Context: an optimization exercise on an open-source flow, tuned for small area and a short achievable clock period. The choices shown serve that exercise and are no tape-out recipe. Only simulation tests tie the RTL to the original design; equivalence was not proved. Power figures rest on the tool's default switching activity, not on a simulated workload.

Design sincos_unit, start of the top module:
module sincos_unit (
    input  wire        clk,
    input  wire        rst,
    input  wire        in_valid,
    input  wire [15:0] in_angle,
    output reg         out_valid,
    output wire [31:0] out_sin,
    output wire [31:0] out_cos
);
clock: 13.0 ns
lec_check: 0
abc_area: 1
cap_margin: 40
core_area: 5 5 525 525
die_area: 0 0 530 530
place_density: 0.35
slew_margin: 40
synth_memory_max_bits: 131072
run.sh (not shown) runs the stock make flow with config.mk's settings and CLKGATE_MAP_FILE= SYNTH_SCRIPT=/design/flow/synth_recipe.tcl, a recipe that flattens the netlist after the stock synthesis.
Rerun with:
==> flow/flow/run.sh (new file) <==
#!/bin/bash
# Layout: the standard flow, with timing repair asked to leave 9 ns of setup slack
# (aiming at a 4 ns path) instead of none. The clock and constraints are unchanged.
set -euo pipefail
bash standard.sh SETUP_SLACK_MARGIN=9 finish > standard_flow.log 2>&1
==> flow/standard.sh (new file) <==
#!/bin/bash
# synth_recipe.tcl (not shown) runs the flow's synth.tcl, then flattens the netlist and writes it again
# the make line also repeats each setting of config.mk as NAME=value (left out here)
make -C /OpenROAD-flow-scripts/flow DESIGN_CONFIG=/design/flow/config.mk WORK_HOME=/design/flow/orfs CLKGATE_MAP_FILE= SYNTH_SCRIPT=/design/flow/synth_recipe.tcl "${@:-finish}"
- CORE_AREA: 5 5 525 525 -> 5 5 215 215
- DIE_AREA: 0 0 530 530 -> 0 0 220 220
- PLACE_DENSITY: 0.35 -> 0.6
removed: flow/run.sh
=> The new run finished clean; core utilization is higher by 42 points; total power went down by 1.5%; wire length goes down by 16%; combinational power is lower by about 2%; final area shrinks by 12%.

## willow
Another version of the RTL of sincos_unit (not shown whole).
For scale: ~2,800 cells after synthesis, roughly 280 flip-flops, ~20,000 µm² of cells after synthesis.
export LEC_CHECK = 0
export ABC_AREA = 1
export CAP_MARGIN = 20
export CORE_AREA = 5 5 215 215
export DIE_AREA = 0 0 220 220
export PLACE_DENSITY = 0.6
export SLEW_MARGIN = 20
export SYNTH_MEMORY_MAX_BITS = 131072
create_clock -name core_clock -period 13.0 [get_ports {clk}]
standard.sh (not shown) runs the stock make flow with config.mk's settings and CLKGATE_MAP_FILE= SYNTH_SCRIPT=/design/flow/synth_recipe.tcl, a recipe that flattens the netlist after the stock synthesis.
==> flow/flow/run.sh <==
#!/bin/bash
# Layout: the standard flow, with timing repair asked to leave 9.75 ns of setup slack
# (aiming at a 3.25 ns path) instead of none. The clock and constraints are unchanged.
set -euo pipefail
bash standard.sh SETUP_SLACK_MARGIN=9.75 finish > standard_flow.log 2>&1
willow: all stages complete, timing, DRC and antenna checks passed
The following lists how lagoon was set up differently from willow:
==> flow/flow/run.sh <==
#!/bin/bash
# Layout: the standard flow, with timing repair asked to leave 9.5 ns of setup slack
# (aiming at a 3.5 ns path) instead of none. The clock and constraints are unchanged.
set -euo pipefail
bash standard.sh SETUP_SLACK_MARGIN=9.5 finish > standard_flow.log 2>&1
Results
Status | lagoon and willow | clean. In lagoon, wire length is lower than in willow. The last element of the critical path comes out out_sin[5] in one run and out_sin[14] in the other, namely in lagoon and willow respectively. Relative to willow, the total area of multi-input combinational cells of lagoon is lower by 3.7%. Re number of inserted diodes: lagoon is 1 down on willow. Diff lagoon and willow: fraction of power consumed by the clock network higher in lagoon.
Edits applied to the flow inputs when going from lagoon to pepper:
diff --git a/flow/config.mk b/flow/config.mk
--- a/flow/config.mk
+++ b/flow/config.mk
@@ -9 +9 @@
-export CAP_MARGIN = 20
+export CAP_MARGIN = 40
@@ -13 +13 @@
-export SLEW_MARGIN = 20
+export SLEW_MARGIN = 40
### Flow results
- Clock buffer instance count of the final layout: pepper vs lagoon up about 2.7%
- Wire length reported by the detailed router: pepper vs lagoon, no meaningful difference
- pepper ended up with a lower switching part of the total power than lagoon did.
- pepper vs. lagoon: buffer count excluding the clock tree in the final layout shows a reduction of about 0.6%, mean number of vias per cell shows no meaningful change, ratio of final minimum period to clock period shows no meaningful change, count of routing violations after the opening detailed-route iteration shows an increase of 82, minimum clock period after layout shows an increase of 0.013 ns.
- Any difference in tightest hold margin between lagoon and pepper is small enough to ignore.
- lagoon → pepper: share of cells above drive strength 1 moved up, total power consumption of the routed design moved up.
Modified inputs, fjord compared to pepper
==> flow/flow/run.sh <==
#!/bin/bash
# Layout: the standard flow, with timing repair asked to leave 9.25 ns of setup slack
# (aiming at a 3.75 ns path) instead of none. The clock and constraints are unchanged.
set -euo pipefail
bash standard.sh SETUP_SLACK_MARGIN=9.25 finish > standard_flow.log 2>&1
### Flow results
- In fjord, register-to-register slack is lower than in pepper.
- Changes observed in fjord relative to pepper: sum of routed wire length over all layers down 5.7%; sum of internal, switching and leakage power down about 2.8%; cell area after layout down 3.2%; routed length on met1 down 500 µm.
- When the final numbers for pepper and fjord were put side by side, the fmax turned out to be greater in pepper.
- Sequential cell area share on fjord is up relative to pepper.
- From pepper to fjord, count of buffers from port buffering did not move at all.
- For inverter count, pepper and fjord come out practically identical.
- fjord against pepper: first-iteration DRC count grew by about 6%, multi-input gate share of total cell area went up by 0.42 points.
- Each of the runs, namely pepper and fjord, reached the end of the flow and came out clean.

-- afterwards: timing with drivers on the ports --
How much do the figures lean on ideal ports? The routed layouts below were timed once more, with nothing changed but the port constraints. Step 1 (the two cells are an assumption about what drives the block):
set clk [get_ports {clk}]
set_driving_cell -lib_cell sky130_fd_sc_hd__clkbuf_16 $clk
set_driving_cell -lib_cell sky130_fd_sc_hd__buf_2 [delete_from_list [all_inputs] $clk]
Step 2 times the ports against the registers' clock, not the clock port: input delays grow and output delays shrink by t, the midpoint of the rising clock arrivals with the driver on. Slacks: ideal / step 1 / step 2; pairs: ideal / step 1.
run	t (ns)	slack for setup (ns)	worst setup path after step 2	worst data-port slew with drivers (ns)	cell pins on the clock port's net
the first run of note 1	0.710	7.609 / 7.609 / 7.609	register to register	0.10	1
the second run of note 1	0.645	9.042 / 9.042 / 9.042	register to register	0.05	1
willow	0.657	9.362 / 9.300 / 9.629	input to register	0.09	1
lagoon	0.651	9.359 / 9.299 / 9.478	register to register	0.08	1
pepper	0.671	9.346 / 9.287 / 9.384	register to register	0.08	1
fjord	0.653	9.141 / 9.141 / 9.141	register to register	0.08	1
After both steps setup and hold are still met in every run listed.
